Background: an optimization exercise with open tools, aiming at small area, a short achievable clock period and few clock cycles per item. Do not read the settings as production practice.
In this exercise RTL edits were held to simulation tests only and were not proved equivalent to the original.
No activity file was given, so power comes from the tool's default toggle rates.

## amber
// pq_engine
module pq_engine (
  input  wire         clk,
  input  wire         rst_n,
  input  wire         in_valid,
  output wire         in_ready,
  input  wire [63:0] in_data,
  input  wire [4:0]   in_lost_a,
  input  wire [4:0]   in_lost_b,
  output wire         out_valid,
  input  wire         out_ready,
  output reg  [63:0] out_a,
  output reg  [63:0] out_b
);
Size in the first run: about 1800 cells after synthesis, roughly 170 flip-flops, about 210 I/O pins.
==> module pq_engine, before the edit <==
module pq_engine (
  input  wire         clk,
  input  wire         rst_n,
  input  wire         in_valid,
  output wire         in_ready,
  input  wire [63:0] in_data,
  input  wire [4:0]   in_lost_a,
  input  wire [4:0]   in_lost_b,
  output wire         out_valid,
  input  wire         out_ready,
  output reg  [63:0] out_a,
  output reg  [63:0] out_b
);
  function [7:0] gf_mul;
    input [7:0] a;
    input [7:0] b;
    integer i;
    reg [7:0] p, x;
    begin
      p = 8'h00;
      x = a;
      for (i = 0; i < 8; i = i + 1) begin
        if (b[i]) p = p ^ x;
        x = {x[6:0], 1'b0} ^ (x[7] ? 8'h1d : 8'h00);
      end
      gf_mul = p;
    end
  endfunction
  function [7:0] mul_g;
    input [7:0] x;
    mul_g = {x[6:0], 1'b0} ^ (x[7] ? 8'h1d : 8'h00);
  endfunction
  function [7:0] mul_ginv;
    input [7:0] x;
    mul_ginv = {1'b0, x[7:1]} ^ (x[0] ? 8'h8e : 8'h00);
  endfunction
  function [7:0] h;
    input [5:0] d;
    begin
      case (d)
        6'd35: h = 8'h88;
        6'd36: h = 8'hdf;
        6'd37: h = 8'hab;
        6'd38: h = 8'hbb;
        6'd39: h = 8'h8f;
        6'd40: h = 8'h03;
        6'd41: h = 8'hd3;
        6'd42: h = 8'hb5;
        6'd43: h = 8'he8;
        6'd44: h = 8'hf3;
        6'd45: h = 8'h62;
        6'd46: h = 8'h27;
        6'd47: h = 8'hdd;
        6'd48: h = 8'h66;
        6'd49: h = 8'h8b;
        6'd50: h = 8'hc1;
        6'd51: h = 8'he5;
        6'd52: h = 8'h84;
        6'd53: h = 8'h75;
        6'd54: h = 8'hfa;
        6'd55: h = 8'ha8;
        6'd56: h = 8'ha1;
        6'd57: h = 8'h55;
        6'd58: h = 8'h5e;
        6'd59: h = 8'hec;
        6'd60: h = 8'h73;
        6'd61: h = 8'h9c;
        6'd62: h = 8'ha6;
        6'd63: h = 8'hf5;
        6'd1: h = 8'hf4;
        6'd2: h = 8'ha7;
        6'd3: h = 8'h9d;
        6'd4: h = 8'h72;
        6'd5: h = 8'hed;
        6'd6: h = 8'h5f;
        6'd7: h = 8'h54;
        6'd8: h = 8'ha0;
        6'd9: h = 8'ha9;
        6'd10: h = 8'hfb;
        6'd11: h = 8'h74;
        6'd12: h = 8'h85;
        6'd13: h = 8'he4;
        6'd14: h = 8'hc0;
        6'd15: h = 8'h8a;
        6'd16: h = 8'h67;
        6'd17: h = 8'hdc;
        6'd18: h = 8'h26;
        6'd19: h = 8'h63;
        6'd20: h = 8'hf2;
        6'd21: h = 8'he9;
        6'd22: h = 8'hb4;
        6'd23: h = 8'hd2;
        6'd24: h = 8'h02;
        6'd25: h = 8'h8e;
        6'd26: h = 8'hba;
        6'd27: h = 8'haa;
        6'd28: h = 8'hde;
        6'd29: h = 8'h89;
        default: h = 8'h00;
      endcase
    end
  endfunction
  reg        acc_st;     
  reg        solve_st;   
  reg        out_st;     
  reg [4:0]  unit;       
  reg [2:0]  scnt;
  reg [4:0]  la, lb;
  reg        skip_r;     
  reg [7:0]  k1, k2;     
  assign in_ready  = acc_st;
  assign out_valid = out_st;
  wire       accept = in_valid & acc_st;
  wire       first  = (unit == 5'd0);
  wire       skip   = first ? (in_lost_a == 5'd0 || in_lost_b == 5'd0) : skip_r;
  wire       take   = accept & ~skip;
  wire [63:0] d     = in_data & {64{take}};
  always @(posedge clk) begin
    if (!rst_n) begin
      acc_st   <= 1'b1;
      solve_st <= 1'b0;
      out_st   <= 1'b0;
      unit     <= 5'd0;
    end else begin
      if (accept) begin
        unit <= unit + 5'd1;
        if (unit == 5'd31) begin
          acc_st   <= 1'b0;
          solve_st <= 1'b1;
        end
      end
      if (solve_st && scnt == 3'd7) begin
        solve_st <= 1'b0;
        out_st   <= 1'b1;
      end
      if (out_st && out_ready) begin
        out_st <= 1'b0;
        acc_st <= 1'b1;
      end
    end
  end
  always @(posedge clk) begin
    if (solve_st) scnt <= scnt + 3'd1;
    else          scnt <= 3'd0;
  end
  wire [4:0] la_e = first ? in_lost_a : la;
  wire [4:0] lb_e = first ? in_lost_b : lb;
  always @(posedge clk) begin
    if (accept) begin
      if (first) begin
        la <= in_lost_a;
        lb <= in_lost_b;
      end
      skip_r <= (unit + 5'd1 == la_e) || (unit + 5'd1 == lb_e);
    end
  end
  wire a_data = (la < 5'd30);
  wire b_data = (lb < 5'd30);
  wire case_c = (la == 5'd31 && b_data) || (lb == 5'd31 && a_data);   
  wire case_d = (la == 5'd30 && b_data) || (lb == 5'd30 && a_data);   
  wire case_e = a_data && b_data && (la != lb);                       
  wire [4:0] n = a_data ? la : lb;           
  wire [7:0] hv = h({1'b0, lb} - {1'b0, la});
  wire [4:0] um1 = unit - 5'd1;
  always @(posedge clk) begin
    if (accept) begin
      if (unit == 5'd1) begin
        k1 <= case_e ? (hv ^ 8'h01) : case_c ? 8'h01 : 8'h00;
        k2 <= case_e ? hv : 8'h01;
      end else if (unit >= 5'd2 && um1 <= n) begin
        if (case_c) k1 <= mul_g(k1);
        if (case_d || case_e) k2 <= mul_ginv(k2);
      end
    end
  end
  wire [7:0] e1 = out_a[7:0];
  wire [7:0] e2 = out_b[7:0];
  wire [7:0] x  = gf_mul(k1, e1) ^ gf_mul(k2, e2);
  reg a_e1, a_x, b_e1, b_x;
  always @(*) begin
    if (la == 5'd31)                 begin a_e1 = 1'b0; a_x = 1'b1; end
    else if (la == lb || lb == 5'd31) begin a_e1 = 1'b1; a_x = 1'b0; end
    else if (la == 5'd30)            begin a_e1 = 1'b1; a_x = 1'b1; end
    else                             begin a_e1 = 1'b0; a_x = 1'b1; end
    if (lb == 5'd31)                 begin b_e1 = 1'b0; b_x = 1'b1; end
    else if (la == lb || la == 5'd31) begin b_e1 = 1'b1; b_x = 1'b0; end
    else if (lb == 5'd30)            begin b_e1 = 1'b1; b_x = 1'b1; end
    else if (la == 5'd30)            begin b_e1 = 1'b0; b_x = 1'b1; end
    else                             begin b_e1 = 1'b1; b_x = 1'b1; end
  end
  wire [7:0] na = (e1 & {8{a_e1}}) ^ (x & {8{a_x}});
  wire [7:0] nb = (e1 & {8{b_e1}}) ^ (x & {8{b_x}});
  integer j;
  reg [63:0] b_ginv, b_g29;
  always @(*) begin
    for (j = 0; j < 8; j = j + 1) begin
      b_ginv[8*j +: 8] = mul_ginv(out_b[8*j +: 8]);
      b_g29[8*j +: 8]  = gf_mul(out_b[8*j +: 8], 8'h30);
    end
  end
  always @(posedge clk) begin
    if (solve_st) begin
      out_a <= {na, out_a[63:8]};
      out_b <= {nb, out_b[63:8]};
    end else if (accept) begin
      if (unit != 5'd31)
        out_a <= (first ? 64'd0 : out_a) ^ d;
      if (unit == 5'd31)
        out_b <= b_g29 ^ d;
      else if (unit != 5'd30)
        out_b <= (first ? 64'd0 : b_ginv) ^ d;
    end
  end
endmodule
export LEC_CHECK = 0
export CAP_MARGIN = 20
export CORE_MARGIN = 2
export CORE_UTILIZATION = 30
export SLEW_MARGIN = 20
create_clock -name core_clock -period 12.0 [get_ports {clk}]
run.sh (not shown) runs the stock make flow with config.mk's settings and CLKGATE_MAP_FILE= SYNTH_SCRIPT=/design/flow/synth_recipe.tcl, a recipe that flattens the netlist after the stock synthesis.
Testbench counts of amber, summed over its fixed seeds: cycles 65,600, items 1,600.
Changes in nickel relative to amber:
--- a/flow/design.v
+++ b/flow/design.v
@@ -101,4 +101,8 @@
     end
   endfunction
+  function [7:0] mul_g29;
+    input [7:0] x;
+    mul_g29 = gf_mul(x, 8'h30);
+  endfunction
   reg        acc_st;     
   reg        solve_st;   
@@ -109,4 +113,9 @@
   reg        skip_r;     
   reg [7:0]  k1, k2;     
+  reg [63:0] beat_r;
+  reg        first_r;    
+  reg        t1_r;       
+  reg        t2_r;       
+  reg        h2_r;       
   assign in_ready  = acc_st;
   assign out_valid = out_st;
@@ -114,6 +123,4 @@
   wire       first  = (unit == 5'd0);
   wire       skip   = first ? (in_lost_a == 5'd0 || in_lost_b == 5'd0) : skip_r;
-  wire       take   = accept & ~skip;
-  wire [63:0] d     = in_data & {64{take}};
   always @(posedge clk) begin
     if (!rst_n) begin
@@ -122,4 +129,8 @@
       out_st   <= 1'b0;
       unit     <= 5'd0;
+      first_r  <= 1'b0;
+      t1_r     <= 1'b0;
+      t2_r     <= 1'b0;
+      h2_r     <= 1'b0;
     end else begin
       if (accept) begin
@@ -138,4 +149,8 @@
         acc_st <= 1'b1;
       end
+      first_r <= accept & first;
+      t1_r    <= accept & ~skip & (unit != 5'd31);
+      t2_r    <= accept & ~skip & (unit < 5'd30);
+      h2_r    <= accept & (unit < 5'd30);
     end
   end
@@ -160,4 +175,5 @@
   wire case_d = (la == 5'd30 && b_data) || (lb == 5'd30 && a_data);   
   wire case_e = a_data && b_data && (la != lb);                       
+  wire q_in   = (la != 5'd31) && (lb != 5'd31);                       
   wire [4:0] n = a_data ? la : lb;           
   wire [7:0] hv = h({1'b0, lb} - {1'b0, la});
@@ -175,6 +191,6 @@
   end
   wire [7:0] e1 = out_a[7:0];
-  wire [7:0] e2 = out_b[7:0];
-  wire [7:0] x  = gf_mul(k1, e1) ^ gf_mul(k2, e2);
+  wire [7:0] s2 = mul_g29(out_b[7:0]) ^ (beat_r[7:0] & {8{q_in}});
+  wire [7:0] x  = gf_mul(k1, e1) ^ gf_mul(k2, s2);
   reg a_e1, a_x, b_e1, b_x;
   always @(*) begin
@@ -192,23 +208,20 @@
   wire [7:0] nb = (e1 & {8{b_e1}}) ^ (x & {8{b_x}});
   integer j;
-  reg [63:0] b_ginv, b_g29;
+  reg [63:0] b_ginv;
   always @(*) begin
-    for (j = 0; j < 8; j = j + 1) begin
+    for (j = 0; j < 8; j = j + 1)
       b_ginv[8*j +: 8] = mul_ginv(out_b[8*j +: 8]);
-      b_g29[8*j +: 8]  = gf_mul(out_b[8*j +: 8], 8'h30);
-    end
-  end
-  always @(posedge clk) begin
-    if (solve_st) begin
-      out_a <= {na, out_a[63:8]};
-      out_b <= {nb, out_b[63:8]};
-    end else if (accept) begin
-      if (unit != 5'd31)
-        out_a <= (first ? 64'd0 : out_a) ^ d;
-      if (unit == 5'd31)
-        out_b <= b_g29 ^ d;
-      else if (unit != 5'd30)
-        out_b <= (first ? 64'd0 : b_ginv) ^ d;
-    end
+  end
+  always @(posedge clk) begin
+    if (solve_st) beat_r <= {beat_r[7:0], beat_r[63:8]};
+    else          beat_r <= in_data;
+  end
+  always @(posedge clk) begin
+    if (solve_st) out_a <= {na, out_a[63:8]};
+    else          out_a <= (out_a & {64{~first_r}}) ^ (beat_r & {64{t1_r}});
+  end
+  always @(posedge clk) begin
+    if (solve_st)  out_b <= {nb, out_b[63:8]};
+    else if (h2_r) out_b <= (first_r ? 64'd0 : b_ginv) ^ (beat_r & {64{t2_r}});
   end
 endmodule
Notes after the runs:
nickel leaves more setup margin than amber.
Relative to amber, post-DP HPWL increased by 12% in nickel.
The hold slack of nickel exceeds that of amber by 0.0081 ns.
Summary — initial DRC count, nickel relative to amber: lower, by about 20%.
Against amber, nickel comes in 3.2% higher on post-synth net total.
Of nickel and amber, nickel shows the higher maximum frequency, with amber below it.
Required time of the worst setup path, nickel and amber: higher on amber
In the reports for nickel and amber, the larger flip-flop and latch count belongs to nickel.
Per the comparison of nickel with amber, synthesized cell count increased by 3.5% relative to the old numbers, post-route fraction of the period consumed by the critical path fell 0.30 points, well tap count went up by 24, proportion of power drawn by combinational gates decreased 0.7 points, average wire per standard cell up 4.7%.
Testbench counts of nickel, summed over its fixed seeds: cycles 65,600, items 1,600.

==> re-timing with driven ports <==
No port has a modelled driver above. Below, the same layouts with a new extraction and two added sets of constraints. Step 1 sets driving cells, clkbuf_16 on the clock port and buf_2 on the other inputs (assumed; they add their load-dependent delay and slew). Step 2 moves the port delays by t, midway between the first and last clock arrival at a register: inputs arrive t later, outputs are due t later. That takes back most of the time a late clock gives input paths. a / b / c = ideal / step 1 / step 2; a / b = the first two.
run | t (ns) | setup WS [ns] | worst setup path after step 2 | worst slew at a driven data input, ns | cell pins on the clock port's net
amber | 0.499 | 7.325 / 7.351 / 6.852 | input to register | 0.09 | 1
nickel | 0.615 | 7.362 / 7.308 / 7.439 | input to register | 0.08 | 1
After both steps setup and hold are still met in every run listed. The setup slack of amber, which loses most, moves by +0.026 ns with the drivers and by -0.473 ns with both steps.
